Background: an optimization exercise with open tools, aiming at small area, a short achievable clock period and few clock cycles per item. Do not read the settings as production practice.
RTL that was checked went through simulation tests only; none was proved equivalent to the original.
Power is estimated from default activity; no workload was simulated.

## run a
## deq32
module deq32 (
  input  wire               clk,
  input  wire               rst,         
  input  wire               in_valid,
  output wire               in_ready,
  input  wire [1:0]         in_mode,     
  input  wire signed [31:0] in_p0,       
  input  wire signed [31:0] in_p1,
  input  wire signed [31:0] in_p2,
  input  wire signed [31:0] in_p3,
  input  wire signed [31:0] in_p4,
  input  wire signed [31:0] in_p5,
  input  wire signed [9:0]  in_c,        
  input  wire signed [9:0]  in_es,       
  output wire               out_valid,
  input  wire               out_ready,
  output wire [31:0]        out_f        
);
Size in the first run: roughly 2100 cells after synthesis, roughly 91 flip-flops, ~250 I/O pins, ~17000 µm² of cells after synthesis.
Settings: LEC_CHECK=0, CAP_MARGIN=20, CORE_MARGIN=2, CORE_UTILIZATION=60, SLEW_MARGIN=20; clock period 24.0 ns.
standard.sh (not shown) runs the stock make flow with config.mk's settings and CLKGATE_MAP_FILE= SYNTH_SCRIPT=/design/flow/synth_recipe.tcl, a recipe that flattens the netlist after the stock synthesis.
==> flow/flow/run.sh <==
#!/bin/bash
set -euo pipefail
bash standard.sh SETUP_SLACK_MARGIN=14 \
  BUFFER_PORTS_ARGS="-buffer_cell sky130_fd_sc_hd__buf_1" \
  finish > standard_flow.log 2>&1
Run a finished end to end and its layout was clean on timing, DRC and antenna.
Testbench counts of run a, summed over its fixed seeds: cycles 16,016, items 16,000.
--- input diff run a..run b ---
- CORE_UTILIZATION now 40, was 60
==> flow/flow/run.sh <==
#!/bin/bash
# Standard ORFS layout, with repair_timing asked for a setup margin so that
# the layout's slack at the design's clock period is as large as it can be.
set -euo pipefail
bash standard.sh SETUP_SLACK_MARGIN=14 finish > standard_flow.log 2>&1
==> comparison <==
Run a → run b: die extent in x went up by 38 µm; required time of the critical path was more or less identical; fraction of area in registers went down by 1.2 points. Of the two values seen for most common cell after layout, fill and taps aside, sky130_fd_sc_hd__clkdlybuf4s50_1 was produced by run b and sky130_fd_sc_hd__buf_1 by run a. Run a completed; timing, DRC and antenna clean. Run b finished every step from synthesis to the final layout, and the layout passed the timing, DRC and antenna checks.

========
Another version of the RTL of deq32 (not shown whole).
Size: ~2000 cells after synthesis, roughly 91 flip-flops, about 250 I/O pins.
Design deq32, start of the top module:
module deq32 (
  input  wire               clk,
  input  wire               rst,         
  input  wire               in_valid,
  output wire               in_ready,
  input  wire [1:0]         in_mode,     
  input  wire signed [31:0] in_p0,       
  input  wire signed [31:0] in_p1,
  input  wire signed [31:0] in_p2,
  input  wire signed [31:0] in_p3,
  input  wire signed [31:0] in_p4,
  input  wire signed [31:0] in_p5,
  input  wire signed [9:0]  in_c,        
  input  wire signed [9:0]  in_es,       
  output wire               out_valid,
  input  wire               out_ready,
  output wire [31:0]        out_f        
);
clock: 24.0 ns
lec_check: 0
cap_margin: 20
core_margin: 2
core_utilization: 60
slew_margin: 20
==> flow/flow/run.sh <==
#!/bin/bash
set -euo pipefail
bash standard.sh SETUP_SLACK_MARGIN=14 \
  BUFFER_PORTS_ARGS="-buffer_cell sky130_fd_sc_hd__buf_1" \
  finish > standard_flow.log 2>&1
The starting point completed without violations.
Testbench counts at the start, summed over its fixed seeds: cycles 16,016, items 16,000.
Next try:
ABC_AREA = 1   (was not set)
CORE_UTILIZATION = 55   (was 60)
Effect: Total power falls by 12%; sequential cell count stays the same; design area goes down by 8.9%; maximum frequency falls by 1.4%; synthesized cell count grows by 0.49%; critical path depth grows by 2; setup slack is worse by 0.14 ns.

========
== v48 ==
deq32, a different RTL version from the one above (not shown whole).
Size: about 2000 cells after synthesis, about 91 flip-flops, about 250 I/O pins.
export LEC_CHECK = 0
export ABC_AREA = 1
export CAP_MARGIN = 20
export CORE_MARGIN = 2
export CORE_UTILIZATION = 60
export CTS_BUF_LIST = sky130_fd_sc_hd__clkbuf_8
export SLEW_MARGIN = 20
create_clock -name core_clock -period 24.0 [get_ports {clk}]
Scripts as last shown in full above: flow/flow/run.sh
v48 completed; timing, DRC and antenna clean
Testbench counts of v48, summed over its fixed seeds: cycles 16,016, items 16,000.
#### Input delta (v38 over v48)
-- flow/flow/run.sh --
<<< v48, line 3
bash standard.sh SETUP_SLACK_MARGIN=14 \
>>> v38, line 3
bash standard.sh SETUP_SLACK_MARGIN=14.2 \
-- flow/config.mk --
<<< v48, line 11
export CORE_UTILIZATION = 60
export CTS_BUF_LIST = sky130_fd_sc_hd__clkbuf_8
>>> v38, line 11
export CORE_UTILIZATION = 65
### Flow results
v38: share of the clock period used by the worst path after layout lower than v48
Maximum buffer depth of the clock tree: v48 vs v38 identical
In terms of number of buffer and inverter instances along the worst setup path, v48 and v38 differ only marginally.
--- input diff v38..v35 ---
-- flow/flow/run.sh --
<<< v38, line 3
bash standard.sh SETUP_SLACK_MARGIN=14.2 \
>>> v35, line 3
bash standard.sh SETUP_SLACK_MARGIN=14 \
-- flow/config.mk --
<<< v38, line 11
export CORE_UTILIZATION = 65
>>> v35, line 11
export CORE_UTILIZATION = 55
[summary]
Iteration count of the initial detailed-routing pass, v38 and v35: larger value in v35. Share of power burned in combinational logic was higher in v38 than in v35. Min actual transition at the worst max-transition pin across v38 and v35: v38. Comparing v38 and v35, the lower number of gates given a new drive strength after cts was measured on v35. In terms of fraction of standard cell area in multi-input logic, v38 and v35 differ only marginally. Delta (v35 minus v38): switching power summed over all nets decreased about 2.4%, core box area increased 17%. Fmax: lower on v35. Placer's final routability congestion estimate shrinks by a few percent when moving from v38 to v35. v35 vs. v38: number of enable flip-flop cells after synthesis was more or less identical, final area decreased 99 sq um.
--- input diff v35..v12 ---
-- flow/flow/run.sh --
<<< v35, line 3
bash standard.sh SETUP_SLACK_MARGIN=14 \
>>> v12, line 3
bash standard.sh SETUP_SLACK_MARGIN=13.8 \
-- flow/config.mk --
<<< v35, line 11
export CORE_UTILIZATION = 55
>>> v12, line 11
export CORE_UTILIZATION = 65
export CTS_BUF_LIST = sky130_fd_sc_hd__clkbuf_8
## What came out
- From v35 to v12 the numbers moved as follows: overall die area went down by 15%; fmax essentially unchanged; later-pin clock latency in the skew report climbed 40 ps; sum of internal, switching and leakage power now sits lower.

========
## run 2
deq32, a different RTL version from the one above (not shown whole).
Size: about 2400 cells after synthesis, roughly 91 flip-flops, roughly 250 I/O pins, roughly 19000 sq um of cells after synthesis.
export LEC_CHECK = 0
export CAP_MARGIN = 20
export CORE_MARGIN = 2
export CORE_UTILIZATION = 40
export SLEW_MARGIN = 20
create_clock -name core_clock -period 24.0 [get_ports {clk}]
==> flow/flow/run.sh <==
#!/bin/bash
# Standard ORFS layout, with repair_timing asked for a setup margin so that
# the layout's slack at the design's clock period is as large as it can be.
set -euo pipefail
bash standard.sh SETUP_SLACK_MARGIN=14 finish > standard_flow.log 2>&1
Run 2 finished every stage and its layout cleared the timing, DRC and antenna checks.
--- input diff run 2..run 4 ---
==> flow/run.sh (new file) <==
#!/bin/bash
# synth_recipe.tcl (not shown) runs the flow's synth.tcl, then flattens the netlist and writes it again
# the make line also repeats each setting of config.mk as NAME=value (left out here)
make -C /OpenROAD-flow-scripts/flow DESIGN_CONFIG=/design/flow/config.mk WORK_HOME=/design/flow/orfs CLKGATE_MAP_FILE= SYNTH_SCRIPT=/design/flow/synth_recipe.tcl finish
removed: flow/flow/run.sh
removed: flow/standard.sh
[summary]
In terms of die area, run 4 and run 2 differ only marginally.
Run 4 vs run 2: critical path depth up in run 4
Est. power | run 4 vs run 2 | run 4 lower
Run 4 completed every stage of the flow, and the final layout passed the timing, DRC and antenna checks.
Run 4 reports its cell with the biggest individual delay on the critical path as sky130_fd_sc_hd__nor4_4 while run 2 reports sky130_fd_sc_hd__fa_2.
Function was not checked in any run of this note: the RTL went through the layout flow alone.

static timing again, ports no longer ideal:
How much do the figures lean on ideal ports? The routed layouts below were timed once more, with nothing changed but the port constraints. Step 1 sets driving cells, clkbuf_16 on the clock port and buf_2 on the other inputs (assumed; they add their load-dependent delay and slew). Step 2 times the ports against the registers' clock, not the clock port: input delays grow and output delays shrink by t, the midpoint of the rising clock arrivals with the driver on. Slacks: no drivers / after step 1 / after step 2; pairs: no drivers / after step 1.
| run | t (ns) | setup slack, ns | worst setup path after step 2 | pins driven straight from the clock port |
|---|---|---|---|---|
| run a | 0.408 | 13.999 / 13.960 / 13.730 | input to register | 1 |
| run b | 0.438 | 13.976 / 13.929 / 13.781 | input to register | 1 |
| the first run of note 2 | 0.411 | 13.974 / 13.935 / 13.729 | input to register | 1 |
| the second run of note 2 | 0.405 | 13.836 / 13.806 / 13.806 | input to output | 1 |
| v48 | 0.429 | 14.104 / 14.075 / 14.050 | input to register | 1 |
| v38 | 0.404 | 14.196 / 14.155 / 13.955 | input to register | 1 |
| v35 | 0.404 | 14.126 / 14.090 / 13.930 | input to register | 1 |
| v12 | 0.444 | 14.115 / 14.090 / 13.740 | input to register | 1 |
| run 2 | 0.436 | 13.877 / 13.749 / 13.313 | input to register | 1 |
| run 4 | 0.438 | 10.326 / 10.326 / 10.326 | register to register | 1 |
After both steps setup and hold are still met in every run listed. For run 2, which loses most, drivers alone change the setup slack by -0.128 ns; drivers and shift together by -0.564 ns.
